This design comes from an exercise in tuning for small area and a short achievable clock period on the open sky130 flow, not from production work. In this exercise RTL edits were held to simulation tests only and were not proved equivalent to the original. Power is estimated from default activity; no workload was simulated.

==> flow/design.v (excerpt) <==
module flt_rank_det (
    input  wire        clk,
    input  wire        rst,
    input  wire        sync,
    input  wire        cfg_rank_en,
    input  wire [4:0]  cfg_win,
    input  wire [4:0]  cfg_k,
    input  wire        cfg_suppress,
    input  wire [15:0] cfg_settle_base,
    input  wire [4:0]  cfg_pk_log2,
    input  wire [4:0]  cfg_rms_log2,
    input  wire [3:0]  cfg_atk,
    input  wire [3:0]  cfg_dcy,
    input  wire        in_valid,
    input  wire [15:0] in_data,
    output reg         out_valid,
    output reg  [15:0] out_data,
    output reg         out_settling,
    output reg         env_valid,
    output wire [15:0] env,
    output reg         env_ok,
    output reg         pk_valid,
    output wire [15:0] pk,
    output wire        pk_ok,
    output reg         rms_valid,
    output wire [15:0] rms,
    output wire        rms_ok
);
Size in the first run: ~5300 cells after synthesis, ~630 flip-flops.
export LEC_CHECK = 0
export ABC_AREA = 1
export CAP_MARGIN = 20
export CORE_MARGIN = 2
export CORE_UTILIZATION = 58
export CTS_CLUSTER_DIAMETER = 60
export CTS_CLUSTER_SIZE = 30
export SLEW_MARGIN = 20
create_clock -name core_clock -period 15.0 [get_ports {clk}]
standard.sh (not shown) runs the stock make flow with config.mk's settings and CLKGATE_MAP_FILE= SYNTH_SCRIPT=/design/flow/synth_recipe.tcl, a recipe that flattens the netlist after the stock synthesis.
==> flow/flow/run.sh <==
#!/bin/bash
# Standard synthesis, then the standard ORFS layout steps with:
# - port buffers of a plain buffer cell (buf_2) rather than the default,
set -euo pipefail
bash standard.sh synth > synth.log 2>&1
bash standard.sh SETUP_SLACK_MARGIN=10.75 TNS_END_PERCENT=0 \
    "BUFFER_PORTS_ARGS=-buffer_cell sky130_fd_sc_hd__buf_2" finish > layout.log 2>&1
The first run passed the timing, design-rule and antenna checks.
Edit:
--- a/flow/flow/run.sh
+++ b/flow/flow/run.sh
@@ -5,3 +5,3 @@
 bash standard.sh synth > synth.log 2>&1
-bash standard.sh SETUP_SLACK_MARGIN=10.75 TNS_END_PERCENT=0 \
+bash standard.sh SETUP_SLACK_MARGIN=10.85 TNS_END_PERCENT=100 \
     "BUFFER_PORTS_ARGS=-buffer_cell sky130_fd_sc_hd__buf_2" finish > layout.log 2>&1
Wire length is higher by 1.4%.
Fmax is higher by 1.9%.
Non-clock buffer count is higher by 77.
Combinational power is higher by about 7%.
Critical path depth is higher by 30.
Final area is higher by 2.8%.
Register-to-register slack gains 0.06 ns.
Edit:
--- a/flow/flow/run.sh
+++ b/flow/flow/run.sh
@@ -5,3 +5,3 @@
 bash standard.sh synth > synth.log 2>&1
-bash standard.sh SETUP_SLACK_MARGIN=10.85 TNS_END_PERCENT=100 \
+bash standard.sh SETUP_SLACK_MARGIN=10.75 TNS_END_PERCENT=100 \
     "BUFFER_PORTS_ARGS=-buffer_cell sky130_fd_sc_hd__buf_2" finish > layout.log 2>&1
--- a/flow/config.mk
+++ b/flow/config.mk
@@ -10,3 +10,3 @@
 export CORE_MARGIN = 2
-export CORE_UTILIZATION = 58
+export CORE_UTILIZATION = 62
 export CTS_CLUSTER_DIAMETER = 60
Sequential cell count does not change; area after synthesis is unchanged; total power goes down by 1.8%; global-route usage goes up by 1.9 points; fmax goes down by 1.3%; wire length hardly moves; final area goes down by 1.1%; core utilization goes up by 3.8 points.

========
Setup of run A:
Starting RTL as in the previous note.
clock: 15.0 ns
lec_check: 0
abc_area: 1
cap_margin: 20
core_margin: 2
core_utilization: 58
cts_cluster_diameter: 60
cts_cluster_size: 30
slew_margin: 20
==> flow/flow/run.sh <==
#!/bin/bash
# Standard synthesis, then the standard ORFS layout steps with:
# - port buffers of a plain buffer cell (buf_2) rather than the default,
set -euo pipefail
bash standard.sh synth > synth.log 2>&1
bash standard.sh SETUP_SLACK_MARGIN=10.6 TNS_END_PERCENT=100 \
    "BUFFER_PORTS_ARGS=-buffer_cell sky130_fd_sc_hd__buf_2" finish > layout.log 2>&1
Modified inputs, run B compared to run A
==> flow/flow/run.sh <==
#!/bin/bash
# Standard synthesis, then the standard ORFS layout steps with:
# - port buffers of a plain buffer cell (buf_2) rather than the default,
set -euo pipefail
bash standard.sh synth > synth.log 2>&1
bash standard.sh SETUP_SLACK_MARGIN=10.75 TNS_END_PERCENT=100 \
    "BUFFER_PORTS_ARGS=-buffer_cell sky130_fd_sc_hd__buf_2" finish > layout.log 2>&1
## What came out
- Of the two values seen for critical path launch point, out_data[12] was produced by run A and e_b[20] by run B.
- [compare] base=run A new=run B: portion of total power attributed to combinational logic increased 0.5 points, number of buffers inserted to repair setup after CTS now sits higher.
- For run A, the critical-path cell with the highest stage delay was dfxtp_1, unlike run B, where it was dfxtp_4.
- Run B and run A ended up with nearly the same placed wire-length estimate.
- As far as hold slack is concerned, run A and run B perform about the same.
Input-level comparison between run C and run B:
==> flow/flow/run.sh <==
#!/bin/bash
# Standard synthesis, then the standard ORFS layout steps with:
# - port buffers of a plain buffer cell (buf_2) rather than the default,
set -euo pipefail
bash standard.sh synth > synth.log 2>&1
bash standard.sh SETUP_SLACK_MARGIN=10.75 TNS_END_PERCENT=20 \
    "BUFFER_PORTS_ARGS=-buffer_cell sky130_fd_sc_hd__buf_2" finish > layout.log 2>&1
- Relative to run B, number of signal-net buffers in the layout has gone down in run C.
- Run C — power 0.043 mW lower, run B as reference
- Run C vs. run B: post-placement cell count flat, later-pin clock latency in the skew report moved down, final area moved down, internal cell power comparable.
- Between run B and run C, delay of the slowest cell on the worst path increased.
- Run C against run B: clock power dropped about 3%, final cell utilization of the core dropped 0.25 points.
- Run B and run C ended up with roughly the same area occupied by multi-input gates.

========
flt_rank_det, a different RTL version from the one above (not shown whole).
Size in the first run: roughly 630 flip-flops, about 140 I/O pins, about 0.042 mm² of cells after synthesis.
export LEC_CHECK = 0
export ABC_AREA = 1
export CAP_MARGIN = 20
export CORE_MARGIN = 2
export CORE_UTILIZATION = 58
export CTS_CLUSTER_DIAMETER = 60
export CTS_CLUSTER_SIZE = 30
export SLEW_MARGIN = 20
create_clock -name core_clock -period 15.0 [get_ports {clk}]
==> flow/flow/run.sh <==
#!/bin/bash
# Standard synthesis, then the standard ORFS layout steps with:
# - port buffers of a plain buffer cell (buf_2) rather than the default,
set -euo pipefail
bash standard.sh synth > synth.log 2>&1
bash standard.sh SETUP_SLACK_MARGIN=10.9 TNS_END_PERCENT=100 \
    "BUFFER_PORTS_ARGS=-buffer_cell sky130_fd_sc_hd__buf_2" finish > layout.log 2>&1
The baseline went through all stages and came out clean.
Edit:
--- a/flow/flow/run.sh
+++ b/flow/flow/run.sh
@@ -4,4 +4,4 @@
 set -euo pipefail
 bash standard.sh synth > synth.log 2>&1
-bash standard.sh SETUP_SLACK_MARGIN=10.9 TNS_END_PERCENT=100 \
+bash standard.sh SETUP_SLACK_MARGIN=10.75 TNS_END_PERCENT=100 \
     "BUFFER_PORTS_ARGS=-buffer_cell sky130_fd_sc_hd__buf_2" finish > layout.log 2>&1
The new run produced a clean layout.
Via count fell by 0.47%.
Clock skew decreases by 0.0068 ns.
Combinational power is lower by about 6%.
Worst setup slack got worse by 0.011 ns.
Worst hold slack improves by 0.0065 ns.
Critical path depth stays the same.
Edit:
--- a/flow/flow/run.sh
+++ b/flow/flow/run.sh
@@ -4,4 +4,4 @@
 set -euo pipefail
 bash standard.sh synth > synth.log 2>&1
-bash standard.sh SETUP_SLACK_MARGIN=10.75 TNS_END_PERCENT=100 \
+bash standard.sh SETUP_SLACK_MARGIN=10.6 TNS_END_PERCENT=100 \
     "BUFFER_PORTS_ARGS=-buffer_cell sky130_fd_sc_hd__buf_2" finish > layout.log 2>&1
Result: The changed run finished clean; sequential power is about the same; via count barely changes; routed wire length is about the same; die area does not change; synthesized cell count is unchanged; maximum frequency went down by about 0.54%; worst setup slack got worse by 0.024 ns; sequential share of layout area is higher by 0.27 points.

re-timing with driven ports:
The flow's constraints put no driver on any port. The routed layouts listed below were extracted and timed again, unchanged, in two steps.
Step 1: set_driving_cell puts a clkbuf_16 on clk and a buf_2 on each other input, an assumption about the parent block.
Step 2 also shifts input and output timing later by t, the mid clock arrival at the registers, as if the neighbouring blocks saw the same clock.
Three values: ideal ports, drivers, drivers and shift; two values: the first two.
run | t (ns) | slack for setup (ns) | pins driven straight from the clock port
the first run of note 1 | 0.730 | 10.594 / 10.525 / 10.495 | 1
the second run of note 1 | 0.733 | 10.677 / 10.675 / 10.319 | 1
the third run of note 1 | 0.698 | 10.622 / 10.576 / 10.538 | 1
run A | 0.699 | 10.613 / 10.548 / 10.554 | 1
run B | 0.713 | 10.685 / 10.685 / 10.525 | 1
run C | 0.710 | 10.626 / 10.555 / 10.555 | 1
the first run of note 3 | 0.708 | 10.670 / 10.600 / 10.355 | 1
the second run of note 3 | 0.708 | 10.658 / 10.591 / 10.392 | 1
the third run of note 3 | 0.702 | 10.634 / 10.586 / 10.352 | 1
After both steps every run listed still meets setup and hold. The setup slack of the second run of note 1, which loses most, moves by -0.002 ns with the drivers and by -0.358 ns with both steps.
